This design comes from an exercise in tuning for small area on the open sky130 flow, not from production work. Function was checked by simulation only, so behaviour that the tests miss may differ from the original. Power figures rest on the tool's default switching activity, not on a simulated workload. No driver is modelled on the clock port, so clocking that relies on it looks cheaper here than on a real chip.

===== flow/design.v =====
module mtr_sinc3 #(
    parameter NCH = 16,
    parameter W   = 28
) (
    input  wire             clk,
    input  wire             rst,        
    input  wire [1:0]       osr_sel,    
    input  wire             bit_en,     
    input  wire [NCH-1:0]   mi,         
    output reg              smp_valid,
    output wire [NCH*W-1:0] smp_data
);
    localparam NP = NCH / 2;    
    localparam WA = 25;         
    localparam WB = 27;         
    localparam WC = 28;         
    localparam WH = 21;         
    reg [1:0] osr_q;
    always @(posedge clk) begin
        if (rst)
            osr_q <= osr_sel;
    end
    reg            ph;
    reg            pend;
    reg            proc_b;
    reg  [NCH-1:0] xq;
    reg  [NP-1:0]  xqb;
    wire           proc_a = pend & ~ph;
    wire           proc   = proc_a | proc_b;
    always @(posedge clk) begin
        if (rst) begin
            ph     <= 1'b0;
            pend   <= 1'b0;
            proc_b <= 1'b0;
        end else begin
            ph     <= ~ph;
            pend   <= bit_en | (pend & ~proc_a);
            proc_b <= proc_a;
        end
    end
    integer k;
    always @(posedge clk) begin
        if (!rst && bit_en)
            xq <= mi;
        if (proc_a)
            for (k = 0; k < NP; k = k + 1)
                xqb[k] <= xq[2*k+1];
    end
    reg  [14:0]   u;
    reg  [WH-1:0] h_a, h_b, h_c;
    reg           p0;       
    wire [1:0]    osr_i = rst ? osr_sel : osr_q;
    reg  [14:0]   s_step;   
    reg  [14:0]   u_last;   
    reg  [WH-1:0] hi_m;     
    reg           x_m;      
    reg  [WH-1:0] hb0, hc0;
    always @(*) begin
        case (osr_i)
            2'd0: begin
                s_step = 15'd512; u_last = 15'd32256; hi_m = {{(WH-15){1'b1}}, 15'd0}; x_m = u[14];
                hb0 = 21'd63 << 14; hc0 = 21'd65 << 14;
            end
            2'd1: begin
                s_step = 15'd64;  u_last = 15'd8128;  hi_m = {{(WH-13){1'b1}}, 13'd0}; x_m = u[12];
                hb0 = 21'd127 << 12; hc0 = 21'd129 << 12;
            end
            2'd2: begin
                s_step = 15'd8;   u_last = 15'd2040;  hi_m = {{(WH-11){1'b1}}, 11'd0}; x_m = u[10];
                hb0 = 21'd255 << 10; hc0 = 21'd257 << 10;
            end
            default: begin
                s_step = 15'd1;   u_last = 15'd511;   hi_m = {{(WH-9){1'b1}}, 9'd0};   x_m = u[8];
                hb0 = 21'd511 << 8; hc0 = 21'd513 << 8;
            end
        endcase
    end
    reg           first;    
    reg           last;     
    wire [WH-1:0] d_b = ({{(WH-16){1'b0}}, u, 1'b0} & ~hi_m) | ({WH{~x_m}} & hi_m);
    wire [WH-1:0] d_c = {{(WH-15){1'b0}}, u} | hi_m;
    wire [14:0]   u_n;
    wire [WH-1:0] h_a_n, h_b_n, h_c_n;
    mtr_sinc3_rca #(.W(15)) u_add_u (.a(u),   .b(s_step),                        .ci(1'b0), .s(u_n));
    mtr_sinc3_rca #(.W(WH)) u_add_ha (.a(h_a), .b({{(WH-15){1'b0}}, u}),        .ci(1'b0), .s(h_a_n));
    mtr_sinc3_rca #(.W(WH)) u_add_hb (.a(h_b), .b(~d_b),                         .ci(1'b1), .s(h_b_n));
    mtr_sinc3_rca #(.W(WH)) u_add_hc (.a(h_c), .b(d_c),                          .ci(1'b0), .s(h_c_n));
    always @(posedge clk) begin
        if (rst || (proc_b && last)) begin
            first <= 1'b1;
            last  <= 1'b0;
            u   <= 15'd0;
            h_a <= {WH{1'b0}};
            h_b <= hb0;
            h_c <= hc0;
        end else if (proc_b) begin
            first <= 1'b0;
            last  <= (u_n == u_last);
            u   <= u_n;
            h_a <= h_a_n;
            h_b <= h_b_n;
            h_c <= h_c_n;
        end
    end
    always @(posedge clk) begin
        if (rst)
            p0 <= 1'b1;
        else if (proc_b)
            p0 <= 1'b0;
    end
    always @(posedge clk) begin
        if (rst)
            smp_valid <= 1'b0;
        else
            smp_valid <= proc_b & last;
    end
    wire          start = proc & first;
    wire          keep  = ~start;                
    wire          shift = start & ~p0;           
    wire [WH-1:0] ga = h_a;
    wire [WH-1:0] gb = h_b;
    wire [WH-1:0] gc = h_c;
    genvar p;
    generate
        for (p = 0; p < NP; p = p + 1) begin : g_pair
            reg  [WA-1:0] a1n, a2n;
            reg  [WB-1:0] b1n, b2n;
            reg  [WC-1:0] c1, c2;
            wire x = proc & (ph ? xqb[p] : xq[2*p]);
            wire [WA-1:0] an_in = a1n | {WA{~keep}};
            wire [WB-1:0] bn_in = ~(({{(WB-WA){1'b0}}, ~a1n} & {WB{shift}}) | (~b1n & {WB{keep}}));
            wire [WC-1:0] c_in  = ({1'b0, ~b1n} & {WC{shift}}) | (c1 & {WC{keep}});
            wire [WA-1:0] an_sum;
            wire [WB-1:0] bn_sum;
            wire [WC-1:0] c_sum;
            mtr_sinc3_rca #(.W(WA)) u_add_a (.a(an_in), .b({{(WA-WH+1){1'b1}}, ~(ga[WH-2:0] & {(WH-1){x}})}), .ci(1'b1), .s(an_sum));
            mtr_sinc3_rca #(.W(WB)) u_add_b (.a(bn_in), .b({{(WB-WH){1'b1}}, ~(gb & {WH{x}})}), .ci(1'b1), .s(bn_sum));
            mtr_sinc3_rca #(.W(WC)) u_add_c (.a(c_in), .b({{(WC-WH){1'b0}}, gc & {WH{x}}}), .ci(1'b0), .s(c_sum));
            always @(posedge clk) begin
                a2n <= an_sum;
                b2n <= bn_sum;
                c2  <= c_sum;
                a1n <= a2n;
                b1n <= b2n;
                c1  <= c2;
            end
            assign smp_data[(2*p)*W   +: W] = c1;
            assign smp_data[(2*p+1)*W +: W] = c2;
        end
    endgenerate
endmodule
module mtr_sinc3_rca #(
    parameter W = 28
) (
    input  wire [W-1:0] a,
    input  wire [W-1:0] b,
    input  wire         ci,
    output wire [W-1:0] s
);
    wire [W:0] c;
    assign c[0] = ci;
    genvar i;
    generate
        for (i = 0; i < W; i = i + 1) begin : g_bit
            assign s[i]   = a[i] ^ b[i] ^ c[i];
            assign c[i+1] = (a[i] & b[i]) | (a[i] & c[i]) | (b[i] & c[i]);
        end
    endgenerate
endmodule

===== flow/flow/run.sh =====
#!/bin/bash
# Layout flow: the standard ORFS flow (standard.sh, with the standard
# synthesis unchanged), with two changes: minimum-size port buffers, and a
# clock tree of clkbuf_16 buffers with larger sink clusters and no dummy
# loads. The make output goes to make_finish.log; ORFS keeps each step's own
# log under orfs/logs/.
set -euo pipefail
bash standard.sh \
  "BUFFER_PORTS_ARGS=-buffer_cell sky130_fd_sc_hd__buf_1" \
  "CTS_ARGS=-sink_clustering_enable -repair_clock_nets -dont_use_dummy_load -buf_list {sky130_fd_sc_hd__clkbuf_16} -sink_clustering_size 24 -sink_clustering_max_diameter 80" \
  finish > make_finish.log 2>&1

===== flow/standard.sh =====
#!/bin/bash
# synth_recipe.tcl (not shown) runs the flow's synth.tcl, then flattens the netlist and writes it again
# the make line also repeats each setting of config.mk as NAME=value (left out here)
make -C /OpenROAD-flow-scripts/flow DESIGN_CONFIG=/design/flow/config.mk WORK_HOME=/design/flow/orfs CLKGATE_MAP_FILE= SYNTH_SCRIPT=/design/flow/synth_recipe.tcl "${@:-finish}"

===== flow/config.mk =====
export PLATFORM = sky130hd
export DESIGN_NAME = mtr_sinc3
export DESIGN_NICKNAME = mtr_sinc3
export VERILOG_FILES = /design/flow/design.v
export SDC_FILE = /design/flow/constraint.sdc
export NUM_CORES = 4
export LEC_CHECK = 0
export ABC_AREA = 1
export CAP_MARGIN = 20
export CORE_MARGIN = 2
export CORE_UTILIZATION = 55
export PLACE_DENSITY = 0.7
export SLEW_MARGIN = 20

===== flow/constraint.sdc =====
create_clock -name core_clock -period 12.0 [get_ports {clk}]
set_input_delay 2.4000 -clock core_clock [delete_from_list [all_inputs] [get_ports {clk}]]
set_output_delay 2.4000 -clock core_clock [all_outputs]
set_load 0.01 [all_outputs]

==> run_results.csv, run 1 <==
group,metric,value,unit
logic_synthesis,ys_seq_area_share,54.6,%
die,dieWidth,312,um
placed_design,io_buffers,469,
layout,multiInputGateArea,0.0202,mm2
min_path,hold_class,"register to register",
clock_tree,cts-htree-levels,3,
logic_synthesis,yosys-top-cells-area,"dfxtp_1 (51%), fa_1 (20%), inv_1 (4.9%), nand2_1 (4.8%), ha_1 (4.0%)",
worst_setup_path,path_class,"register to register",
sta,hold_violations,0,
logic_synthesis,synth_edf_count,65,
die,coreArea,0.0936,mm2
sta,clock_skew,0.0718,ns
clock_tree,cts_max_path_buffers,3,
routing,drt_iter0_drc,2873,
worst_setup_path,rrSetupSlack,0.33,ns
logic_synthesis,synth_seq_cells,1389,
routing,drtPass1Iterations,6,
die,initial_core_util,55.6,%
sta,fin_crit_sh,97.2,%
die,die_h,312,um
routing,route.detailed.drc,0,
logic_synthesis,synth_common_cells,"dfxtp_1 (1,324), inv_1 (673), nand2_1 (671)",
routing,drt-wirelength-per-cell,20.9,um
logic_synthesis,postSynthAreaPerCell,11.3,um2
sta,holdWs,0.290,ns
placed_design,dp_hpwl,94900,um
layout,syn_to_final_growth,9.97,%
clock_tree,root_buffer,"clkbuf_16",
die,rows,112,
sta,relSlewSlack,25.2,%
logic_synthesis,synthesis.nets,5321,
layout,final_core_util,61.2,%
worst_setup_path,critPathRequiredTime,12.51,ns
placed_design,place.gp.congestion,0.882,
logic_synthesis,synth_ff_type,"dfxtp_1",
sta,drv_slew,0,
status,status,"finished clean",
die,die-area,0.0972,mm2
global_routing,grt_max_degree,128,
placed_design,dp_cells,6190,
clock_tree,holdBufCountCts,0,
layout,nNetsFinal,5726,
die,ios,470,
routing,routed_wl,132000,um
sta,tightest_slew,1.12,ns
logic_synthesis,postSynthCellCount,4620,
global_routing,grt_usage,26.9,%
min_path,min_to,"g_pair[5].b1n[9]$_DFF_P_",
worst_setup_path,crit_path_end_kind,"register",
logic_synthesis,synthArstFlopShare,0,%
flow_run,drv_cap,0,
placed_design,placed_cell_area,0.0550,mm2
logic_synthesis,synth_top_area_cell,"dfxtp_1",
layout,drive_gt1_share,7.92,%
power_and_ir_drop,ir_drop,0.194,mV
worst_setup_path,cp_max_fo,9,
layout,seqCellArea,0.0285,mm2
worst_setup_path,crit_path_frequent_cell,"fa_1",
min_path,worstHoldStart,"g_pair[5].b2n[9]$_DFF_P_",
worst_setup_path,reg2reg_depth,35,
global_routing,antenna_found_initial,4,
power_and_ir_drop,leakage,0.0227,uW
clock_tree,tritoncts,"yes",
global_routing,grt_pass1_vias,32817,
worst_setup_path,r2r-end,"g_pair[1].c2[26]$_DFF_P_",
power_and_ir_drop,p_per_area,189,mW/mm2
logic_synthesis,synth_cell_type_count,34,
min_path,whs_path_depth,0,
routing,ant_nets,0,
worst_setup_path,crit_slowest_cell,"fa_1",
sta,setup_viol,0,
layout,final_cells,6278,
global_routing,grt-ovfl-total,0,
worst_setup_path,cp_slowest_stage_delay,0.47,ns
worst_setup_path,worstPathArrival,12.18,ns
logic_synthesis,yosysMostFrequentCell,"dfxtp_1",
logic_synthesis,synth_top_area_share,50.9,%
clock_tree,path_clk_slew,0.09,ns
clock_tree,clk_latency,0.67,ns
worst_setup_path,cp-start-kind,"register",
sta,fmax,85.7,MHz
global_routing,grt_pass1_wl,198000,um
clock_tree,clock-sinks,1389,
power_and_ir_drop,finalPower,10800,uW
layout,n_fill_cell,7671,
layout,fin_area,0.0573,mm2
clock_tree,cts_buffers,70,
logic_synthesis,syn_area,0.0521,mm2
routing,num_vias,32325,
logic_synthesis,ys_warn_count,1,
routing,avgViaCountPerCell,5.15,
sta,finalCriticalPeriod,11.67,ns
worst_setup_path,rr_startpoint,"pend$_SDFF_PP0_",
## repair_timing
action,in CTS,in global routing
cloned,0,6
buffers inserted,0,10
pin swaps,0,11
endpoints found under the setup margin,12,47
gates resized for setup,9,83
## report_power, final
part | internal [uW] | leakage (uW) | switching (uW)
registers | 5650 | 0.0115 | 687
logic | 738 | 0.0104 | 1320
clock network | 1050 | 0.000863 | 1400
## sequential cells by signal, summed over array words and instances, names as in the netlist, 2 cells and up
| register | count |
|---|---|
| g_pair.c1 | 224 |
| g_pair.c2 | 224 |
| g_pair.b1n | 216 |
| g_pair.b2n | 216 |
| g_pair.a1n | 200 |
| g_pair.a2n | 200 |
| h_c | 21 |
| h_a | 20 |
| h_b | 20 |
| xq | 16 |
| u | 15 |
| xqb | 8 |
| osr_q | 2 |
## critical path, delay by kind of cell, from the launching register on
family | cells | cell delay, ns
AO/OA/AOI/OAI | 1 | 0.17
adder cells (fa/ha/maj) | 27 | 10.12
buffers and inverters | 3 | 0.22
flip-flops | 1 | 0.36
AND/OR/NAND/NOR | 4 | 0.67
## placed cells by master, fill, tap and decap left out, types with 2 or more instances in the layout
master     netlist  routed
edfxtp_1        65      65
buf_8            0       2
buf_4            5      60
xor2_1           2       2
nor3_1           2       2
fa_2             0      57
buf_1           32     469
buf_16           0       2
inv_1          673     672
buf_12           0      12
clkinv_1        15      15
o22ai_1        200     200
nand2_2          3       4
dfxtp_1       1324    1323
mux2_2           8       8
ha_1           167     167
inv_2            7       8
o21ai_0        185     182
nand2_1        671     669
a21oi_1         38      38
or2_2          153     153
nand4_1          3       3
clkbuf_16        0      74
nor2_1         279     278
fa_1           513     456
nor2_4           2       2
o21ai_2          0       4
buf_6            4       4
xnor2_1         25      25
o21ai_1         48      47
nand3_1          8       8
nand2_8          0       2
## per-stage QoR
stage	setup WS, ns	setup TNS (ns)
final	0.332	0
after floorplan	0.379	0
after detailed placement	-0.121	-0.918
after CTS	0.000806	0
after global placement	0.0611	0
after global routing	-0.0132	-0.0139
## routing by layer
layer / track usage [%] / part of all wire (%) / up-vias
li1: - / - / 14832
met1: 37.2 / 43 / 16139
met2: 42.6 / 46 / 1145
met3: 4.89 / 7.6 / 207
met4: 9.99 / 3.6 / 2
met5: 0 / 0.0061 / -
## final cells by class
cell class,instances,area share (%)
Antenna cell,1,0.00437
Clock buffer,70,3.06
Inverter,697,4.59
Multi-Input combinational cell,2314,35.2
Sequential cell,1389,49.7
Tap cell,1254,2.74
Timing Repair Buffer,553,4.68
## logic make-up after synthesis
| logic type | count (synthesis) | synth area share, % |
|---|---|---|
| compound gates | 473 | 5.04 |
| xor+xnor | 27 | 0.454 |
| fa+ha+maj | 680 | 23.7 |
| buf+inv | 919 | 7.01 |
| flops | 1389 | 54.6 |
| mux | 8 | 0.173 |
| simple gates | 1124 | 8.96 |
## worst max-delay path by stage
stage / start / to / slack (ns) / depth (start not counted)
2_1_floorplan: pend$_SDFF_PP0_ / g_pair[6].c2[26]$_DFF_P_ / 0.38 / 38
3_3_place_gp: ph$_SDFF_PP0_ / g_pair[5].c2[26]$_DFF_P_ / 0.06 / 34
3_5_place_dp: ph$_SDFF_PP0_ / g_pair[3].c2[26]$_DFF_P_ / -0.12 / 34
4_1_cts: ph$_SDFF_PP0_ / g_pair[6].c2[26]$_DFF_P_ / 0.0008 / 34
5_1_grt: pend$_SDFF_PP0_ / g_pair[5].c2[27]$_DFF_P_ / -0.01 / 36
6_report: pend$_SDFF_PP0_ / g_pair[1].c2[26]$_DFF_P_ / 0.33 / 35
==> run 2: changes to the inputs <==
--- a/flow/design.v
+++ b/flow/design.v
@@ -42,9 +42,8 @@
     always @(posedge clk) begin
         if (!rst && bit_en)
             xq <= mi;
-        if (proc_a)
-            for (k = 0; k < NP; k = k + 1)
-                xqb[k] <= xq[2*k+1];
+        for (k = 0; k < NP; k = k + 1)
+            xqb[k] <= xq[2*k+1];
     end
     reg  [14:0]   u;
     reg  [WH-1:0] h_a, h_b, h_c;
@@ -114,9 +113,18 @@
         else
             smp_valid <= proc_b & last;
     end
-    wire          start = proc & first;
-    wire          keep  = ~start;                
-    wire          shift = start & ~p0;           
+    wire          pend_nx   = ~rst & (bit_en | (pend & ~proc_a));
+    wire          proc_nx   = ~rst & ((pend_nx & ph) | proc_a);
+    wire          first_nx  = (rst | (proc_b & last)) | (first & ~proc_b);
+    wire          p0_nx     = rst | (p0 & ~proc_b);
+    reg           proc_q, start_q, shift_q;
+    always @(posedge clk) begin
+        proc_q  <= proc_nx;
+        start_q <= proc_nx & first_nx;
+        shift_q <= proc_nx & first_nx & ~p0_nx;
+    end
+    wire          keep  = ~start_q;              
+    wire          shift = shift_q;               
     wire [WH-1:0] ga = h_a;
     wire [WH-1:0] gb = h_b;
     wire [WH-1:0] gc = h_c;
@@ -126,7 +134,7 @@
             reg  [WA-1:0] a1n, a2n;
             reg  [WB-1:0] b1n, b2n;
             reg  [WC-1:0] c1, c2;
-            wire x = proc & (ph ? xqb[p] : xq[2*p]);
+            wire x = proc_q & (ph ? xqb[p] : xq[2*p]);
             wire [WA-1:0] an_in = a1n | {WA{~keep}};
             wire [WB-1:0] bn_in = ~(({{(WB-WA){1'b0}}, ~a1n} & {WB{shift}}) | (~b1n & {WB{keep}}));
             wire [WC-1:0] c_in  = ({1'b0, ~b1n} & {WC{shift}}) | (c1 & {WC{keep}});
==> run_results.csv, run 2 <==
group,metric,value,unit
global_routing,grt-ovfl-total,0,
layout,final_cells,6277,
logic_synthesis,postSynthAreaPerCell,11.2,um2
logic_synthesis,yosys-top-cells-area,"dfxtp_1 (51%), fa_1 (20%), nand2_1 (5.0%), inv_1 (4.8%), ha_1 (4.0%)",
sta,hold_violations,0,
logic_synthesis,synth_top_area_cell,"dfxtp_1",
logic_synthesis,synth_top_area_share,51.4,%
worst_setup_path,path_class,"register to register",
logic_synthesis,ys_warn_count,1,
logic_synthesis,ys_seq_area_share,54.7,%
placed_design,place_ws,0.140,ns
worst_setup_path,cp_num_buf_inv,5,
worst_setup_path,critPathTopFamily,"adder cells",
die,initial_core_util,55.7,%
sta,setup_tns,0,ns
sta,clock_skew,0.0629,ns
clock_tree,cts-htree-levels,3,
placed_design,io_buffers,469,
layout,syn_to_final_growth,9.12,%
worst_setup_path,critPathRequiredTime,12.52,ns
power_and_ir_drop,leakage,0.0228,uW
logic_synthesis,synth_common_cells,"dfxtp_1 (1,335), nand2_1 (693), inv_1 (660)",
logic_synthesis,synth_seq_cells,1392,
layout,final_cell_mix,"dfxtp_1 (1,333), nand2_1 (690), inv_1 (658)",
worst_setup_path,crit_slowest_cell,"fa_1",
logic_synthesis,syn_area,0.0520,mm2
clock_tree,path_clk_slew,0.09,ns
placed_design,placed_cell_area,0.0550,mm2
routing,num_vias,32467,
sta,fin_crit_sh,96.7,%
die,die-area,0.0971,mm2
global_routing,grt_pass1_vias,32592,
routing,avgViaCountPerCell,5.17,
power_and_ir_drop,p_per_area,187,mW/mm2
layout,drive_gt1_share,6.73,%
layout,fin_area,0.0568,mm2
clock_tree,cts_max_path_buffers,3,
placed_design,dp_hpwl,97900,um
die,rows,112,
power_and_ir_drop,switchingPower,3310,uW
die,die_h,312,um
global_routing,grt_usage,28.5,%
worst_setup_path,worstPathArrival,12.13,ns
clock_tree,tritoncts,"yes",
clock_tree,holdBufCountCts,0,
layout,n_fill_cell,7673,
worst_setup_path,crit_path_frequent_cell,"fa_1",
clock_tree,clock-sinks,1392,
power_and_ir_drop,power_frac_comb,18.5,%
min_path,hold_class,"register to register",
power_and_ir_drop,clkPwrFrac,23.1,%
layout,nNetsFinal,5724,
global_routing,antenna_found_initial,7,
placed_design,place.gp.congestion,0.902,
sta,setup_viol,0,
routing,drt-wirelength-per-cell,22.0,um
power_and_ir_drop,p_int,7310,uW
layout,top_regs,"g_pair.c1 x224, g_pair.c2 x224",
logic_synthesis,synthesis.nets,5333,
die,coreArea,0.0935,mm2
routing,ant_nets,0,
logic_synthesis,synth_cell_type_count,32,
flow_run,drv_cap,0,
clock_tree,root_buffer,"clkbuf_16",
global_routing,grt_pass1_wl,205000,um
clock_tree,clk_latency,0.66,ns
sta,tightest_slew,1.20,ns
logic_synthesis,synthArstFlopShare,0,%
sta,drv_slew,0,
sta,finalCriticalPeriod,11.61,ns
logic_synthesis,synth_ff_type,"dfxtp_1",
global_routing,grt_max_degree,107,
routing,route.detailed.drc,0,
placed_design,dp_cells,6202,
worst_setup_path,cp-start-kind,"register",
routing,routed_wl,138000,um
sta,worst_slack,0.394,ns
power_and_ir_drop,ir_drop,0.149,mV
logic_synthesis,synth_edf_count,57,
power_and_ir_drop,swShare,31.2,%
power_and_ir_drop,pwr-share-seq,58.5,%
routing,drt_iter0_drc,3034,
status,status,"finished clean",
sta,fmax,86.2,MHz
die,dieWidth,312,um
layout,mostFrequentLayoutCell,"dfxtp_1",
worst_setup_path,cp_max_fo,10,
worst_setup_path,crit_path_end_kind,"register",
logic_synthesis,postSynthCellCount,4632,
clock_tree,cts_buffers,69,
worst_setup_path,cp_slowest_stage_delay,0.55,ns
die,ios,470,
logic_synthesis,yosysMostFrequentCell,"dfxtp_1",
sta,relSlewSlack,20.0,%
routing,drtPass1Iterations,5,
## run 2: kinds of logic (layout without fill, tap and decap cells)
group | Yosys count | count (layout) | synth area share, %
AOI/OAI and AO/OA | 470 | 470 | 5.09
xor gates and xnor gates | 26 | 26 | 0.438
adders and majority gates | 680 | 680 | 23.8
buffers and inverters | 909 | 1298 | 6.84
DFF | 1392 | 1392 | 54.7
other | 0 | 2 | 0
and+or+nand+nor | 1155 | 1155 | 9.23
## run 2: through the flow
stage | power (uW) | utilization, % | hold WS [ns]
3_5_place_dp | 8260 | 58.8 | 0.312
3_3_place_gp | 8190 | 58.8 | 0.309
2_1_floorplan | 7180 | - | 0.310
4_1_cts | 10700 | 60.7 | 0.281
6_report | 10600 | 60.7 | 0.271
5_1_grt | 11100 | 60.7 | 0.285
## run 2: layout make-up
type	count	area, um2	area share, %
flip-flops and latches	1392	28400	50.1
multi-input cells	2331	20100	35.4
inverters	686	2600	4.57
repair buffers	543	2360	4.16
clock buffers	69	1730	3.04
well taps	1254	1570	2.76
diodes	2	5.00	0.00882
## run 2: routing by layer
metal	wire length, um	global-route usage, %	up-vias
met1	58600	40.3	16138
met2	60900	43.3	1244
met4	6150	11.4	8
li1	-	-	14834
met5	56	0	-
met3	12200	5.86	243
## run 2: worst paths after layout
kind                        startpoint                         to  slack, ns  cells after the start
max                      ph$_SDFF_PP0_   g_pair[0].c2[26]$_DFF_P_       0.39                     36
min          g_pair[2].a2n[10]$_DFF_P_  g_pair[2].a1n[10]$_DFF_P_       0.27                      0
max reg2reg              ph$_SDFF_PP0_   g_pair[0].c2[26]$_DFF_P_       0.39                     36
min reg2reg  g_pair[2].a2n[10]$_DFF_P_  g_pair[2].a1n[10]$_DFF_P_       0.27                      0
## run 2: power groups by stage
stage | clock network (uW) | registers, uW | logic, uW
2_1_floorplan | 0 | 6260 | 919
3_3_place_gp | 0 | 6300 | 1890
3_5_place_dp | 0 | 6320 | 1940
4_1_cts | 2500 | 6220 | 1960
5_1_grt | 2650 | 6300 | 2200
6_report | 2450 | 6210 | 1960
## run 2: timing repair
action / CTS / global route
hold endpoints to repair: 0 / 0
buffers inserted: 0 / 4
gates resized for setup: 0 / 18
setup endpoints to repair: 0 / 18
==> run 3: changes to the inputs <==
--- a/flow/flow/run.sh
+++ b/flow/flow/run.sh
@@ -7,5 +7,5 @@
 set -euo pipefail
 bash standard.sh \
   "BUFFER_PORTS_ARGS=-buffer_cell sky130_fd_sc_hd__buf_1" \
-  "CTS_ARGS=-sink_clustering_enable -repair_clock_nets -dont_use_dummy_load -buf_list {sky130_fd_sc_hd__clkbuf_16} -sink_clustering_size 24 -sink_clustering_max_diameter 80" \
+  "CTS_ARGS=-sink_clustering_enable -repair_clock_nets -dont_use_dummy_load -buf_list {sky130_fd_sc_hd__clkbuf_16} -sink_clustering_size 30 -sink_clustering_max_diameter 70" \
   finish > make_finish.log 2>&1
--- a/flow/config.mk
+++ b/flow/config.mk
@@ -8,6 +8,6 @@
 export ABC_AREA = 1
 export CAP_MARGIN = 20
 export CORE_MARGIN = 2
-export CORE_UTILIZATION = 55
-export PLACE_DENSITY = 0.7
+export CORE_UTILIZATION = 72
+export PLACE_DENSITY = 0.86
 export SLEW_MARGIN = 20
==> run_results.csv, run 3 <==
group,metric,value,unit
placed_design,dp_hpwl,94600,um
logic_synthesis,synth_seq_cells,1392,
power_and_ir_drop,finalPower,10400,uW
sta,fmax,85.8,MHz
routing,avgViaCountPerCell,5.70,
global_routing,grt_pass1_vias,34298,
global_routing,grt_usage,36.4,%
worst_setup_path,crit_path_frequent_cell,"fa_1",
sta,hold_violations,0,
status,status,"finished clean",
clock_tree,clock-sinks,1392,
worst_setup_path,cp_slowest_stage_delay,0.48,ns
die,die-area,0.0744,mm2
layout,top_regs,"g_pair.c1 x224, g_pair.c2 x224",
layout,final_cell_mix,"dfxtp_1 (1,332), nand2_1 (689), inv_1 (658)",
power_and_ir_drop,p_per_area,187,mW/mm2
sta,clock_skew,0.0542,ns
logic_synthesis,postSynthAreaPerCell,11.2,um2
clock_tree,clk_latency,0.68,ns
logic_synthesis,synth_ff_type,"dfxtp_1",
power_and_ir_drop,ir_drop,0.190,mV
worst_setup_path,crit_path_end_kind,"register",
die,dieWidth,273,um
global_routing,grt-ovfl-total,0,
global_routing,grt_pass1_wl,201000,um
worst_setup_path,crit_slowest_cell,"fa_1",
sta,setup_viol,0,
logic_synthesis,synthArstFlopShare,0,%
worst_setup_path,path_class,"register to register",
placed_design,io_buffers,469,
logic_synthesis,synthesis.nets,5333,
logic_synthesis,syn_area,0.0520,mm2
die,rows,98,
min_path,hold_class,"register to register",
layout,syn_to_final_growth,7.49,%
sta,finalCriticalPeriod,11.65,ns
logic_synthesis,yosysMostFrequentCell,"dfxtp_1",
layout,drive_gt1_share,6.06,%
logic_synthesis,postSynthCellCount,4632,
die,die_h,273,um
clock_tree,root_buffer,"clkbuf_16",
sta,fin_crit_sh,97.1,%
die,coreArea,0.0715,mm2
logic_synthesis,synth_edf_count,57,
logic_synthesis,ys_warn_count,1,
sta,tightest_slew,1.33,ns
routing,drt_iter0_drc,3826,
die,ios,470,
clock_tree,cts_max_path_buffers,3,
logic_synthesis,synth_common_cells,"dfxtp_1 (1,335), nand2_1 (693), inv_1 (660)",
layout,n_fill_cell,4080,
clock_tree,cts-htree-levels,2,
sta,relSlewSlack,11.6,%
routing,drt-wirelength-per-cell,22.6,um
routing,route.detailed.drc,0,
layout,multiInputGateArea,0.0201,mm2
worst_setup_path,critPathRequiredTime,12.54,ns
worst_setup_path,cp_max_fo,8,
layout,nNetsFinal,5687,
routing,ant_nets,0,
logic_synthesis,yosys-top-cells-area,"dfxtp_1 (51%), fa_1 (20%), nand2_1 (5.0%), inv_1 (4.8%), ha_1 (4.0%)",
logic_synthesis,ys_seq_area_share,54.7,%
routing,drtPass1Iterations,7,
layout,mostFrequentLayoutCell,"dfxtp_1",
clock_tree,cts_buffers,57,
worst_setup_path,cp-start-kind,"register",
logic_synthesis,synth_top_area_share,51.4,%
clock_tree,tritoncts,"yes",
sta,holdWs,0.288,ns
global_routing,antenna_found_initial,6,
logic_synthesis,synth_top_area_cell,"dfxtp_1",
worst_setup_path,worstPathArrival,12.19,ns
power_and_ir_drop,leakage,0.0225,uW
sta,drv_slew,0,
layout,seqCellArea,0.0284,mm2
global_routing,grt_max_degree,119,
routing,num_vias,33854,
routing,routed_wl,135000,um
logic_synthesis,synth_cell_type_count,32,
flow_run,drv_cap,0,
clock_tree,path_clk_slew,0.11,ns
placed_design,place.gp.congestion,0.921,
die,initial_core_util,72.8,%
run 3: final cells by class:
cell class / count / share of cell area, %
multi-input cells: 2331 / 35.9
inverters: 686 / 4.64
well taps: 950 / 2.13
repair buffers: 518 / 3.89
clock buffers: 57 / 2.55
diodes: 9 / 0.0403
flip-flops and latches: 1392 / 50.9
run 3: kinds of logic (layout without fill, tap and decap cells):
kind of cell,Yosys count,after routing,share of synthesized area [%]
flops,1392,1392,54.7
simple gates,1155,1155,9.23
buf+inv,909,1261,6.84
fa+ha+maj,680,680,23.8
compound gates,470,470,5.09
xor+xnor,26,26,0.438
other cells,0,9,0
run 3: critical path, delay by kind of cell (launching register included):
family	cells	cell delay [ns]
adder cells (fa/ha/maj)	27	10.20
buffers and inverters	5	0.69
flip-flops	1	0.40
AND/OR/NAND/NOR	1	0.20
run 3: path summary, 6_finish.rpt:
| path | from | end | slack (ns) | cells after the start |
|---|---|---|---|---|
| min reg2reg | g_pair[7].b2n[13]$_DFF_P_ | g_pair[7].b1n[13]$_DFF_P_ | 0.29 | 0 |
| min | g_pair[7].b2n[13]$_DFF_P_ | g_pair[7].b1n[13]$_DFF_P_ | 0.29 | 0 |
| max | h_c[0]$_SDFFCE_PN0P_ | g_pair[4].c2[26]$_DFF_P_ | 0.35 | 33 |
| max reg2reg | h_c[0]$_SDFFCE_PN0P_ | g_pair[4].c2[26]$_DFF_P_ | 0.35 | 33 |
run 3: timing repair:
action,4_1_cts,5_1_grt
gates cloned,0,0
pin swaps,0,2
setup buffers,0,0
endpoints found under the setup margin,1,38
hold buffers,0,0
gates resized for setup,1,24
run 3: per-layer routing:
metal  track usage [%]  wire length [um]  vias up
met5                 0                48        -
li1                  -                 -    14747
met1              47.8             49500    16797
met2              55.6             60900     1898
met4              18.6              7970        8
met3              10.7             16100      404
run 3: where the power goes:
group          switching (uW)  internal (uW)
Sequential                664           5620
Clock                    1350            851
Combinational            1290            663
Total                    3300           7130
run 3: metrics by stage:
stage / area (um2) / instances / setup slack [ns] / setup TNS, ns / util [%]
global route: 55900 / 5934 / -0.00550 / -0.00644 / 78.2
floorplan: 52000 / 4632 / 0.925 / 0 / -
finish: 55900 / 5943 / 0.350 / 0 / 78.2
detailed placement: 54400 / 5876 / 0.131 / 0 / 76.1
CTS: 55800 / 5933 / 0.0119 / 0 / 78.1
global placement: 54400 / 5876 / 0.303 / 0 / 76.1
==> run 4: changes to the inputs <==
--- a/flow/flow/run.sh
+++ b/flow/flow/run.sh
@@ -7,5 +7,5 @@
 set -euo pipefail
 bash standard.sh \
   "BUFFER_PORTS_ARGS=-buffer_cell sky130_fd_sc_hd__buf_1" \
-  "CTS_ARGS=-sink_clustering_enable -repair_clock_nets -dont_use_dummy_load -buf_list {sky130_fd_sc_hd__clkbuf_16} -sink_clustering_size 30 -sink_clustering_max_diameter 70" \
+  "CTS_ARGS=-sink_clustering_enable -repair_clock_nets -dont_use_dummy_load -buf_list {sky130_fd_sc_hd__clkbuf_16} -sink_clustering_size 28 -sink_clustering_max_diameter 80" \
   finish > make_finish.log 2>&1
--- a/flow/config.mk
+++ b/flow/config.mk
@@ -8,6 +8,6 @@
 export ABC_AREA = 1
 export CAP_MARGIN = 20
 export CORE_MARGIN = 2
-export CORE_UTILIZATION = 72
-export PLACE_DENSITY = 0.86
+export CORE_UTILIZATION = 65
+export PLACE_DENSITY = 0.8
 export SLEW_MARGIN = 20
==> run_results.csv, run 4 <==
group,metric,value,unit
status,status,"finished clean",
sta,fin_crit_sh,97.3,%
sta,setup_viol,0,
worst_setup_path,cp_num_buf_inv,5,
logic_synthesis,syn_area,0.0520,mm2
power_and_ir_drop,switchingPower,3250,uW
layout,seqCellArea,0.0284,mm2
placed_design,dp_hpwl,95300,um
worst_setup_path,cp-start-kind,"register",
layout,final_core_util,70.9,%
logic_synthesis,yosysMostFrequentCell,"dfxtp_1",
worst_setup_path,cp_slowest_stage_delay,0.48,ns
die,die-area,0.0823,mm2
worst_setup_path,rrSetupSlack,0.33,ns
power_and_ir_drop,ir_drop,0.177,mV
die,initial_core_util,65.8,%
sta,fmax,85.7,MHz
global_routing,grt_max_degree,141,
logic_synthesis,synth_top_area_share,51.4,%
worst_setup_path,cp-startpoint,"shift_q$_DFF_P_",
placed_design,place.gp.congestion,0.939,
worst_setup_path,critPathRequiredTime,12.56,ns
layout,multiInputGateArea,0.0201,mm2
clock_tree,cts-htree-levels,2,
power_and_ir_drop,p_int,7130,uW
global_routing,grt_usage,32.3,%
power_and_ir_drop,swShare,31.4,%
logic_synthesis,ys_seq_area_share,54.7,%
logic_synthesis,synthArstFlopShare,0,%
routing,num_vias,33033,
layout,n_fill_cell,5511,
clock_tree,root_buffer,"clkbuf_16",
routing,route.detailed.drc,0,
power_and_ir_drop,leakage,0.0226,uW
placed_design,io_buffers,469,
worst_setup_path,path_class,"register to register",
logic_synthesis,synth_common_cells,"dfxtp_1 (1,335), nand2_1 (693), inv_1 (660)",
worst_setup_path,cp-endpoint,"g_pair[6].b2n[26]$_DFF_P_",
power_and_ir_drop,clkPwrFrac,21.3,%
worst_setup_path,crit_slowest_cell,"fa_1",
worst_setup_path,crit_path_frequent_cell,"fa_1",
clock_tree,cts_max_path_buffers,3,
clock_tree,tritoncts,"yes",
power_and_ir_drop,pwr-share-seq,60.3,%
worst_setup_path,r2r-end,"g_pair[6].b2n[26]$_DFF_P_",
power_and_ir_drop,power_frac_comb,18.4,%
layout,top_regs,"g_pair.c1 x224, g_pair.c2 x224",
min_path,hold_class,"register to register",
sta,relSlewSlack,18.4,%
logic_synthesis,synth_edf_count,57,
clock_tree,path_clk_slew,0.11,ns
logic_synthesis,synth_cell_type_count,32,
sta,hold_violations,0,
global_routing,grt_pass1_wl,198000,um
die,die_h,287,um
logic_synthesis,postSynthAreaPerCell,11.2,um2
logic_synthesis,synthesis.nets,5333,
sta,drv_slew,0,
layout,syn_to_final_growth,7.88,%
routing,avgViaCountPerCell,5.46,
sta,clock_skew,0.0457,ns
logic_synthesis,yosys-top-cells-area,"dfxtp_1 (51%), fa_1 (20%), nand2_1 (5.0%), inv_1 (4.8%), ha_1 (4.0%)",
routing,routed_wl,132000,um
layout,final_cell_mix,"dfxtp_1 (1,332), nand2_1 (688), inv_1 (659)",
worst_setup_path,cp.depth,32,
layout,mostFrequentLayoutCell,"dfxtp_1",
routing,drt_iter0_drc,3111,
die,ios,470,
power_and_ir_drop,p_per_area,185,mW/mm2
routing,drt-wirelength-per-cell,21.8,um
clock_tree,cts_buffers,57,
worst_setup_path,worstPathArrival,12.23,ns
sta,finalCriticalPeriod,11.67,ns
flow_run,drv_cap,0,
logic_synthesis,synth_seq_cells,1392,
routing,drtPass1Iterations,5,
die,rows,103,
logic_synthesis,ys_warn_count,1,
routing,ant_nets,0,
layout,nNetsFinal,5701,
worst_setup_path,cp_max_fo,52,
sta,rsz0062_at_grt,"yes",
logic_synthesis,synth_ff_type,"dfxtp_1",
clock_tree,clk_latency,0.67,ns
global_routing,grt_pass1_vias,33612,
sta,holdWs,0.289,ns
global_routing,grt-ovfl-total,0,
die,coreArea,0.0791,mm2
worst_setup_path,rr_startpoint,"shift_q$_DFF_P_",
worst_setup_path,critPathTopFamily,"adder cells",
worst_setup_path,crit_path_end_kind,"register",
logic_synthesis,postSynthCellCount,4632,
clock_tree,clock-sinks,1392,
logic_synthesis,synth_top_area_cell,"dfxtp_1",
worst_setup_path,reg2reg_depth,32,
global_routing,antenna_found_initial,6,
die,dieWidth,287,um
sta,tightest_slew,1.22,ns
layout,drive_gt1_share,6.34,%
-- run 4: changes by cell type in the layout (fill, tap and decap cells not counted), moves of 3 or more --
cell,previous run,this run
buf_4,45,59
diode_2,9,1
fa_1,505,502
fa_2,8,11
-- run 4: power groups by stage --
stage          Clock, uW  Combinational, uW  Sequential (uW)
6_report            2210               1910             6260
5_1_grt             2400               2150             6330
3_3_place_gp           0               1800             6340
2_1_floorplan          0                919             6260
4_1_cts             2230               1910             6250
3_5_place_dp           0               1880             6350
-- run 4: kinds of logic after synthesis --
kind of cell    share of synthesized area (%)
compound gates                           5.09
fa+ha+maj                                23.8
xor+xnor                                0.438
simple gates                             9.23
buf+inv                                  6.84
flops                                    54.7
-- run 4: repair_timing --
| item | in CTS | in global routing |
|---|---|---|
| buffers inserted | 0 | 0 |
| endpoints found under the setup margin | 2 | 30 |
| hold buffers | 0 | 0 |
| pin swaps | 0 | 1 |
| resized for setup | 1 | 21 |
-- run 4: how the worst min path moves through the flow --
stage,start,to,slack [ns],depth (start not counted)
6_report,g_pair[2].b2n[12]$_DFF_P_,g_pair[2].b1n[12]$_DFF_P_,0.29,0
5_1_grt,g_pair[2].b2n[12]$_DFF_P_,g_pair[2].b1n[12]$_DFF_P_,0.29,0
4_1_cts,g_pair[2].b2n[12]$_DFF_P_,g_pair[2].b1n[12]$_DFF_P_,0.29,0
3_5_place_dp,g_pair[0].a2n[20]$_DFF_P_,g_pair[0].a1n[20]$_DFF_P_,0.31,0
3_3_place_gp,g_pair[7].a2n[14]$_DFF_P_,g_pair[7].a1n[14]$_DFF_P_,0.31,0
2_1_floorplan,g_pair[0].a2n[0]$_DFF_P_,g_pair[0].a1n[0]$_DFF_P_,0.31,0
-- run 4: cell type report --
class	count	share of cell area, %
repair buffers	532	4.04
diodes	1	0.00446
well taps	1050	2.34
clock buffers	57	2.54
multi-input cells	2331	35.8
inverters	686	4.61
flip-flops and latches	1392	50.7
-- run 4: through the flow --
| stage | power, uW | setup TNS [ns] | std cells | worst slack [ns] | cell area (um2) |
|---|---|---|---|---|---|
| 2_1_floorplan | 7180 | 0 | 4632 | 0.925 | 52000 |
| 3_3_place_gp | 8140 | 0 | 5990 | 0.199 | 54600 |
| 3_5_place_dp | 8240 | 0 | 5991 | 0.00792 | 54600 |
| 4_1_cts | 10400 | 0 | 6048 | 0.0438 | 56100 |
| 5_1_grt | 10900 | -0.0409 | 6048 | -0.0301 | 56100 |
| 6_report | 10400 | 0 | 6049 | 0.325 | 56100 |
-- run 4: routing by layer --
metal | part of all wire, % | vias up | global-route usage [%]
met4 | 5.9 | 8 | 16.2
met3 | 9.7 | 317 | 6.06
met2 | 46 | 1544 | 50.3
li1 | - | 14770 | -
met1 | 39 | 16394 | 43.8
met5 | 0.042 | - | 0
==> run 5: changes to the inputs <==
--- a/flow/design.v
+++ b/flow/design.v
@@ -47,7 +47,6 @@
     end
     reg  [14:0]   u;
     reg  [WH-1:0] h_a, h_b, h_c;
-    reg           p0;       
     wire [1:0]    osr_i = rst ? osr_sel : osr_q;
     reg  [14:0]   s_step;   
     reg  [14:0]   u_last;   
@@ -103,12 +102,6 @@
     end
     always @(posedge clk) begin
         if (rst)
-            p0 <= 1'b1;
-        else if (proc_b)
-            p0 <= 1'b0;
-    end
-    always @(posedge clk) begin
-        if (rst)
             smp_valid <= 1'b0;
         else
             smp_valid <= proc_b & last;
@@ -116,41 +109,39 @@
     wire          pend_nx   = ~rst & (bit_en | (pend & ~proc_a));
     wire          proc_nx   = ~rst & ((pend_nx & ph) | proc_a);
     wire          first_nx  = (rst | (proc_b & last)) | (first & ~proc_b);
-    wire          p0_nx     = rst | (p0 & ~proc_b);
-    reg           proc_q, start_q, shift_q;
+    reg           proc_q, start_q, move_q, clr_q;
     always @(posedge clk) begin
         proc_q  <= proc_nx;
         start_q <= proc_nx & first_nx;
-        shift_q <= proc_nx & first_nx & ~p0_nx;
+        move_q  <= start_q & ~rst;
+        clr_q   <= rst;
     end
-    wire          keep  = ~start_q;              
-    wire          shift = shift_q;               
-    wire [WH-1:0] ga = h_a;
-    wire [WH-1:0] gb = h_b;
-    wire [WH-1:0] gc = h_c;
+    wire          clr   = rst | clr_q;
+    wire          mv    = move_q & ~clr;         
+    wire          hold  = ~move_q & ~clr;
+    wire [WH-1:0] ga = first ? h_b : h_a;
+    wire [WH-1:0] gb = first ? h_c : h_b;
+    wire [WH-1:0] gc = first ? {WH{1'b0}} : h_c;
     genvar p;
     generate
         for (p = 0; p < NP; p = p + 1) begin : g_pair
-            reg  [WA-1:0] a1n, a2n;
-            reg  [WB-1:0] b1n, b2n;
+            reg  [WA-1:0] a1, a2;
+            reg  [WB-1:0] b1, b2;
             reg  [WC-1:0] c1, c2;
             wire x = proc_q & (ph ? xqb[p] : xq[2*p]);
-            wire [WA-1:0] an_in = a1n | {WA{~keep}};
-            wire [WB-1:0] bn_in = ~(({{(WB-WA){1'b0}}, ~a1n} & {WB{shift}}) | (~b1n & {WB{keep}}));
-            wire [WC-1:0] c_in  = ({1'b0, ~b1n} & {WC{shift}}) | (c1 & {WC{keep}});
-            wire [WA-1:0] an_sum;
-            wire [WB-1:0] bn_sum;
+            wire [WA-1:0] a_sum;
+            wire [WB-1:0] b_sum;
             wire [WC-1:0] c_sum;
-            mtr_sinc3_rca #(.W(WA)) u_add_a (.a(an_in), .b({{(WA-WH+1){1'b1}}, ~(ga[WH-2:0] & {(WH-1){x}})}), .ci(1'b1), .s(an_sum));
-            mtr_sinc3_rca #(.W(WB)) u_add_b (.a(bn_in), .b({{(WB-WH){1'b1}}, ~(gb & {WH{x}})}), .ci(1'b1), .s(bn_sum));
-            mtr_sinc3_rca #(.W(WC)) u_add_c (.a(c_in), .b({{(WC-WH){1'b0}}, gc & {WH{x}}}), .ci(1'b0), .s(c_sum));
+            mtr_sinc3_add #(.W(WA), .WX(WH-1)) u_add_a (.a(a1), .b(ga[WH-2:0] & {(WH-1){x}}), .s(a_sum));
+            mtr_sinc3_add #(.W(WB), .WX(WH))   u_add_b (.a(b1), .b(gb & {WH{x}}),             .s(b_sum));
+            mtr_sinc3_add #(.W(WC), .WX(WH))   u_add_c (.a(c1), .b(gc & {WH{x}}),             .s(c_sum));
             always @(posedge clk) begin
-                a2n <= an_sum;
-                b2n <= bn_sum;
-                c2  <= c_sum;
-                a1n <= a2n;
-                b1n <= b2n;
-                c1  <= c2;
+                a2 <= a_sum;
+                b2 <= b_sum;
+                c2 <= c_sum;
+                a1 <= a2 & {WA{hold}};
+                b1 <= ({{(WB-WA){1'b0}}, a2} & {WB{mv}}) | (b2 & {WB{hold}});
+                c1 <= ({1'b0, b2} & {WC{mv}}) | (c2 & {WC{hold}});
             end
             assign smp_data[(2*p)*W   +: W] = c1;
             assign smp_data[(2*p+1)*W +: W] = c2;
@@ -175,3 +166,26 @@
         end
     endgenerate
 endmodule
+module mtr_sinc3_add #(
+    parameter W  = 28,
+    parameter WX = 21
+) (
+    input  wire [W-1:0]  a,
+    input  wire [WX-1:0] b,
+    output wire [W-1:0]  s
+);
+    wire [W:0] c;
+    assign c[0] = 1'b0;
+    genvar i;
+    generate
+        for (i = 0; i < W; i = i + 1) begin : g_bit
+            if (i < WX) begin : g_fa
+                assign s[i]   = a[i] ^ b[i] ^ c[i];
+                assign c[i+1] = (a[i] & b[i]) | (a[i] & c[i]) | (b[i] & c[i]);
+            end else begin : g_ha
+                assign s[i]   = a[i] ^ c[i];
+                assign c[i+1] = a[i] & c[i];
+            end
+        end
+    endgenerate
+endmodule
--- a/flow/config.mk
+++ b/flow/config.mk
@@ -5,7 +5,6 @@
 export SDC_FILE = /design/flow/constraint.sdc
 export NUM_CORES = 4
 export LEC_CHECK = 0
-export ABC_AREA = 1
 export CAP_MARGIN = 20
 export CORE_MARGIN = 2
 export CORE_UTILIZATION = 65
==> run_results.csv, run 5 <==
group,metric,value,unit
routing,avgViaCountPerCell,5.83,
logic_synthesis,synthesis.nets,4508,
sta,relSlewSlack,15.1,%
die,die-area,0.0807,mm2
power_and_ir_drop,p_int,5750,uW
power_and_ir_drop,power_frac_comb,6.5,%
clock_tree,root_buffer,"clkbuf_16",
die,dieWidth,284,um
layout,top_regs,"g_pair.c1 x224, g_pair.c2 x224",
routing,route.detailed.drc,0,
die,coreArea,0.0776,mm2
worst_setup_path,cp-start-kind,"register",
worst_setup_path,path_class,"register to register",
sta,drv_slew,0,
placed_design,dp_hpwl,93500,um
clock_tree,holdBufCountCts,0,
logic_synthesis,postSynthAreaPerCell,13.4,um2
power_and_ir_drop,pwr-share-seq,64.3,%
worst_setup_path,critPathRequiredTime,12.57,ns
logic_synthesis,synth_common_cells,"dfxtp_1 (1,335), nor2_1 (548), fa_1 (521)",
logic_synthesis,ys_warn_count,1,
die,ios,470,
power_and_ir_drop,clkPwrFrac,29.2,%
sta,setup_viol,0,
routing,drtPass1Iterations,5,
min_path,hold_class,"register to register",
layout,final_cells,5257,
power_and_ir_drop,switchingPower,1810,uW
sta,fin_crit_sh,95.5,%
routing,ant_nets,0,
die,rows,102,
sta,hold_violations,0,
layout,final_cell_mix,"dfxtp_1 (1,332), nor2_1 (548), fa_1 (521)",
worst_setup_path,cp_max_fo,23,
layout,n_fill_cell,5231,
logic_synthesis,yosys-top-cells-area,"dfxtp_1 (52%), fa_1 (20%), a22o_1 (7.1%), ha_1 (4.1%), nor2_1 (4.0%)",
power_and_ir_drop,ir_drop,0.135,mV
layout,syn_to_final_growth,8.96,%
global_routing,grt-ovfl-total,0,
logic_synthesis,synth_edf_count,57,
global_routing,grt_pass1_wl,196000,um
routing,drt_iter0_drc,2988,
min_path,worstHoldStart,"xq[5]$_DFFE_PP_",
sta,clock_skew,0.0849,ns
logic_synthesis,yosysMostFrequentCell,"dfxtp_1",
layout,mostFrequentLayoutCell,"dfxtp_1",
logic_synthesis,synthArstFlopShare,0,%
power_and_ir_drop,p_per_area,136,mW/mm2
logic_synthesis,synth_cell_type_count,40,
power_and_ir_drop,swShare,23.9,%
routing,routed_wl,132000,um
clock_tree,tritoncts,"yes",
logic_synthesis,ys_seq_area_share,55.7,%
placed_design,place.gp.congestion,0.892,
logic_synthesis,synth_top_area_share,52.4,%
routing,num_vias,30662,
die,die_h,284,um
logic_synthesis,synth_top_area_cell,"dfxtp_1",
worst_setup_path,crit_path_frequent_cell,"fa_1",
worst_setup_path,crit_path_end_kind,"register",
die,initial_core_util,65.7,%
flow_run,drv_cap,0,
layout,final_core_util,71.6,%
worst_setup_path,worstPathArrival,12.02,ns
clock_tree,clk_latency,0.68,ns
status,status,"finished clean",
worst_setup_path,crit_slowest_cell,"dfxtp_2",
placed_design,io_buffers,469,
power_and_ir_drop,leakage,0.0248,uW
clock_tree,clock-sinks,1392,
global_routing,grt_pass1_vias,30998,
logic_synthesis,syn_area,0.0510,mm2
worst_setup_path,rr_startpoint,"ph$_SDFF_PP0_",
sta,fmax,87.3,MHz
global_routing,grt_max_degree,233,
logic_synthesis,synth_seq_cells,1392,
routing,drt-wirelength-per-cell,25.0,um
worst_setup_path,cp_slowest_stage_delay,0.52,ns
clock_tree,cts_max_path_buffers,3,
logic_synthesis,synth_ff_type,"dfxtp_1",
worst_setup_path,cp-startpoint,"ph$_SDFF_PP0_",
global_routing,antenna_found_initial,5,
sta,setup_tns,0,ns
placed_design,dp_cells,5196,
clock_tree,cts-htree-levels,2,
sta,finalCriticalPeriod,11.46,ns
sta,tightest_slew,1.25,ns
clock_tree,path_clk_slew,0.10,ns
sta,rsz0062_at_grt,"no",
layout,drive_gt1_share,4.89,%
clock_tree,cts_buffers,57,
logic_synthesis,postSynthCellCount,3799,
layout,nNetsFinal,4925,
global_routing,grt_usage,32.7,%
[run 5: cell count changes after synthesis, moves of 21 or more]
| cell | change |
|---|---|
| inv_1 | -559 |
| o22ai_1 | -185 |
| nor2_1 | +262 |
| buf_1 | -28 |
| xnor2_1 | -21 |
| and2_1 | +234 |
| mux2i_1 | +72 |
| or2_2 | -152 |
| a21oi_1 | -26 |
| nand2_1 | -648 |
| xor2_1 | +26 |
| o21ai_0 | -214 |
| a22o_1 | +416 |
[run 5: final timing paths]
| kind | endpoint | slack [ns] | depth (start not counted) |
|---|---|---|---|
| worst max-delay path | g_pair[1].c2[27]$_DFF_P_ | 0.54 | 34 |
| worst min-delay path | xqb[2]$_DFF_P_ | 0.32 | 0 |
| worst max register to register | g_pair[1].c2[27]$_DFF_P_ | 0.54 | 34 |
| worst min register to register | xqb[2]$_DFF_P_ | 0.32 | 0 |
[run 5: power groups by stage]
stage	clock, uW	combinational, uW	sequential [uW]
floorplan	0	236	4920
global placement	0	456	4960
detailed placement	0	475	4960
CTS	2230	479	4860
global route	2380	516	4870
finish	2210	491	4860
[run 5: worst max-delay path: cells and delay by family (launching register included)]
family	cells	cell delay, ns
buf+inv	4	0.61
fa+ha+maj	26	9.45
xor+xnor	1	0.16
flops	1	0.52
mux	1	0.40
simple gates	2	0.24
[run 5: per-layer routing]
metal	up-vias	track usage, %	wire length, um
met5	-	0	44
met3	268	8.27	13100
met2	1444	48.9	58800
met1	15665	46.3	53600
met4	6	12.7	5930
li1	13279	-	-
[run 5: layout make-up]
type / instances / area, um2 / area share (%)
repair buffers: 550 / 2430 / 4.38
flip-flops and latches: 1392 / 28400 / 51.2
diodes: 3 / 7.51 / 0.0135
inverters: 102 / 385 / 0.693
well taps: 1040 / 1300 / 2.34
multi-input cells: 2113 / 21600 / 38.8
clock buffers: 57 / 1430 / 2.57
[run 5: per-stage QoR]
step                worst slack (ns)  total power [uW]  hold slack [ns]  instance area, um2
detailed placement             0.363              5440            0.327               54100
global route                   0.151              7770            0.328               55600
global placement               0.508              5410            0.325               54100
floorplan                      0.948              5160            0.323               51000
CTS                            0.373              7560            0.305               55600
finish                         0.544              7560            0.320               55600
[run 5: kinds of logic (layout without fill, tap and decap cells)]
group | count (synthesis) | in the layout | share of synthesized area, %
fa+ha+maj | 688 | 688 | 24.5
compound gates | 451 | 451 | 7.54
other cells | 0 | 3 | 0
flops | 1392 | 1392 | 55.7
simple gates | 861 | 861 | 7.62
buf+inv | 294 | 709 | 2.35
xor+xnor | 31 | 31 | 0.532
mux | 82 | 82 | 1.68
[run 5: repair_timing]
| action | in CTS | in global routing |
|---|---|---|
| gates resized for setup | 0 | 1 |
| endpoints found under the setup margin | 0 | 1 |
| setup buffers | 0 | 0 |
==> run 6: changes to the inputs <==
--- a/flow/flow/run.sh
+++ b/flow/flow/run.sh
@@ -7,5 +7,5 @@
 set -euo pipefail
 bash standard.sh \
   "BUFFER_PORTS_ARGS=-buffer_cell sky130_fd_sc_hd__buf_1" \
-  "CTS_ARGS=-sink_clustering_enable -repair_clock_nets -dont_use_dummy_load -buf_list {sky130_fd_sc_hd__clkbuf_16} -sink_clustering_size 28 -sink_clustering_max_diameter 80" \
+  "CTS_ARGS=-sink_clustering_enable -repair_clock_nets -dont_use_dummy_load -buf_list {sky130_fd_sc_hd__clkbuf_16} -sink_clustering_size 30 -sink_clustering_max_diameter 70" \
   finish > make_finish.log 2>&1
--- a/flow/config.mk
+++ b/flow/config.mk
@@ -7,6 +7,6 @@
 export LEC_CHECK = 0
 export CAP_MARGIN = 20
 export CORE_MARGIN = 2
-export CORE_UTILIZATION = 65
-export PLACE_DENSITY = 0.8
+export CORE_UTILIZATION = 72
+export PLACE_DENSITY = 0.86
 export SLEW_MARGIN = 20
==> run_results.csv, run 6 <==
group,metric,value,unit
layout,top_regs,"g_pair.c1 x224, g_pair.c2 x224",
clock_tree,cts_resized,0,
logic_synthesis,synth_top_area_cell,"dfxtp_1",
worst_setup_path,cp_slowest_stage_delay,0.49,ns
global_routing,grt_max_degree,242,
global_routing,top_usage_layer,"met2",
global_routing,antenna_found_initial,2,
sta,tightest_slew,1.23,ns
die,initial_core_util,72.7,%
power_and_ir_drop,ir_drop,0.124,mV
sta,fmax,86.7,MHz
sta,drv_slew,0,
worst_setup_path,reg2reg_depth,31,
layout,mostFrequentLayoutCell,"dfxtp_1",
die,dieWidth,270,um
logic_synthesis,ys_seq_area_share,55.7,%
routing,routed_wl,131000,um
routing,num_vias,30979,
worst_setup_path,path_class,"register to register",
die,die-area,0.0730,mm2
die,die_h,270,um
layout,syn_to_final_growth,8.36,%
sta,clock_skew,0.0809,ns
logic_synthesis,syn_area,0.0510,mm2
clock_tree,root_buffer,"clkbuf_16",
layout,final_cells,5136,
routing,drt-wirelength-per-cell,25.6,um
logic_synthesis,yosysMostFrequentCell,"dfxtp_1",
global_routing,grt_pass1_vias,31837,
routing,route.detailed.drc,0,
logic_synthesis,synth_common_cells,"dfxtp_1 (1,335), nor2_1 (548), fa_1 (521)",
global_routing,grt-ovfl-total,0,
sta,rsz0062_at_grt,"no",
sta,hold_violations,0,
die,coreArea,0.0701,mm2
clock_tree,holdBufCountCts,0,
logic_synthesis,postSynthCellCount,3799,
clock_tree,cts-htree-levels,2,
worst_setup_path,critPathRequiredTime,12.56,ns
power_and_ir_drop,p_per_area,136,mW/mm2
placed_design,io_buffers,469,
layout,drive_gt1_share,4.43,%
clock_tree,clk_latency,0.67,ns
worst_setup_path,crit_path_end_kind,"register",
layout,nNetsFinal,4905,
worst_setup_path,worstPathArrival,12.09,ns
flow_run,drv_cap,0,
sta,relSlewSlack,16.5,%
placed_design,dp_cells,5076,
logic_synthesis,synth_top_area_share,52.4,%
global_routing,use_met2,55.7,%
logic_synthesis,synth_cell_type_count,40,
die,ios,470,
die,rows,97,
min_path,whs_path_depth,0,
min_path,hold_class,"register to register",
worst_setup_path,crit_path_frequent_cell,"fa_1",
logic_synthesis,yosys-top-cells-area,"dfxtp_1 (52%), fa_1 (20%), a22o_1 (7.1%), ha_1 (4.1%), nor2_1 (4.0%)",
logic_synthesis,synth_edf_count,57,
sta,fin_crit_sh,96.2,%
global_routing,grt_usage,36.5,%
global_routing,grt_pass1_wl,197000,um
logic_synthesis,synthesis.nets,4508,
clock_tree,clock-sinks,1392,
sta,holdWs,0.351,ns
placed_design,place.gp.congestion,0.927,
worst_setup_path,cp_max_fo,21,
clock_tree,path_clk_slew,0.10,ns
logic_synthesis,postSynthAreaPerCell,13.4,um2
global_routing,grtUsageMet1,49.8,%
logic_synthesis,synth_seq_cells,1392,
placed_design,dp_hpwl,92100,um
sta,setup_viol,0,
layout,n_fill_cell,3953,
routing,ant_nets,0,
clock_tree,post_cts_buffers,0,
status,status,"finished clean",
routing,drt_iter0_drc,2840,
routing,drtPass1Iterations,6,
power_and_ir_drop,leakage,0.0247,uW
logic_synthesis,synth_ff_type,"dfxtp_1",
logic_synthesis,synthArstFlopShare,0,%
worst_setup_path,cp-start-kind,"register",
layout,final_cell_mix,"dfxtp_1 (1,333), nor2_1 (548), fa_1 (521)",
clock_tree,cts_max_path_buffers,3,
routing,avgViaCountPerCell,6.03,
worst_setup_path,crit_slowest_cell,"fa_1",
logic_synthesis,ys_warn_count,1,
sta,finalCriticalPeriod,11.54,ns
sta,setup_tns,0,ns
clock_tree,cts_buffers,55,
global_routing,met3_usage,8.50,%
clock_tree,tritoncts,"yes",
run 6: changes by cell type in the layout (fill, tap and decap cells not counted), moves of 2 or more:
cell       delta
nand2_1       -2
buf_4        -18
clkbuf_16     -2
buf_8         +2
buf_6         -2
nand2_2       +2
run 6: per-stage QoR:
step                setup WS (ns)  power (uW)  cell area, um2  utilization, %
floorplan                   0.948        5160           51000               -
global placement            0.759        5390           53800            76.7
detailed placement          0.484        5420           53800            76.7
CTS                         0.459        7500           55200            78.7
global route               0.0681        7710           55300            78.8
finish                      0.462        7520           55300            78.8
run 6: worst paths after layout:
path                                                  to            start  slack [ns]
worst min register to register            xqb[2]$_DFF_P_  xq[5]$_DFFE_PP_        0.35
worst max-delay path            g_pair[1].b2[26]$_DFF_P_    ph$_SDFF_PP0_        0.46
worst max register to register  g_pair[1].b2[26]$_DFF_P_    ph$_SDFF_PP0_        0.46
worst min-delay path                      xqb[2]$_DFF_P_  xq[5]$_DFFE_PP_        0.35
run 6: layout make-up:
class	count	area [um2]	area share, %
timing repair buffer	532	2310	4.18
inverter	102	385	0.697
multi-input combinational	2113	21600	39.0
tap	940	1180	2.13
sequential	1392	28400	51.4
antenna	2	5.00	0.00905
clock buffer	55	1380	2.49
run 6: critical path: cells and delay by family, from the launching register on:
| kind | cells | cell delay (ns) |
|---|---|---|
| DFF | 1 | 0.41 |
| buffers and inverters | 2 | 0.53 |
| adders and majority gates | 25 | 9.72 |
| muxes | 1 | 0.42 |
| and+or+nand+nor | 2 | 0.23 |
| xor gates and xnor gates | 1 | 0.15 |
run 6: routing by layer:
layer  part of all wire, %  vias up
li1                      -    13231
met1                    39    15833
met2                    46     1567
met3                   9.7      346
met4                   5.6        2
met5                0.0076        -
run 6: kinds of logic after synthesis:
family	Yosys count	synth area share [%]
buffers and inverters	294	2.35
AND/OR/NAND/NOR	861	7.62
XOR/XNOR	31	0.532
multiplexers	82	1.68
AO/OA/AOI/OAI	451	7.54
flip-flops	1392	55.7
adder cells (fa/ha/maj)	688	24.5
run 6: power breakdown:
| group | internal (uW) | switching [uW] |
|---|---|---|
| registers | 4770 | 92.9 |
| clock network | 824 | 1350 |
| logic | 128 | 355 |
| total | 5720 | 1800 |

re-timing with driven ports:
In the flow no input, the clock included, has a driving cell. The finished layouts below were timed again as built, in two steps.
Step 1: set_driving_cell puts a clkbuf_16 on clk and a buf_2 on each other input, an assumption about the parent block.
Step 2, shift: input delay + t, output delay - t, t = (earliest + latest rising clock arrival at the registers) / 2. This alone moves slack from input paths to output paths.
Three values: no drivers, after step 1, after step 2; two values: the first two.
run | t (ns) | slack for setup (ns) | worst setup path at the end | slew at the worst register clock pin (ns) | worst slew at a driven data input, ns
run 1 | 0.704 | 0.332 / 0.332 / 0.332 | register to register | 0.10 / 0.10 | 0.09
run 2 | 0.701 | 0.394 / 0.394 / 0.394 | register to register | 0.10 / 0.10 | 0.12
run 3 | 0.726 | 0.350 / 0.350 / 0.350 | register to register | 0.12 / 0.12 | 0.04
run 4 | 0.712 | 0.325 / 0.325 / 0.325 | register to register | 0.11 / 0.11 | 0.09
run 5 | 0.703 | 0.544 / 0.544 / 0.544 | register to register | 0.11 / 0.11 | 0.09
run 6 | 0.703 | 0.462 / 0.462 / 0.462 | register to register | 0.12 / 0.12 | 0.08
After both steps every run listed still meets setup and hold.
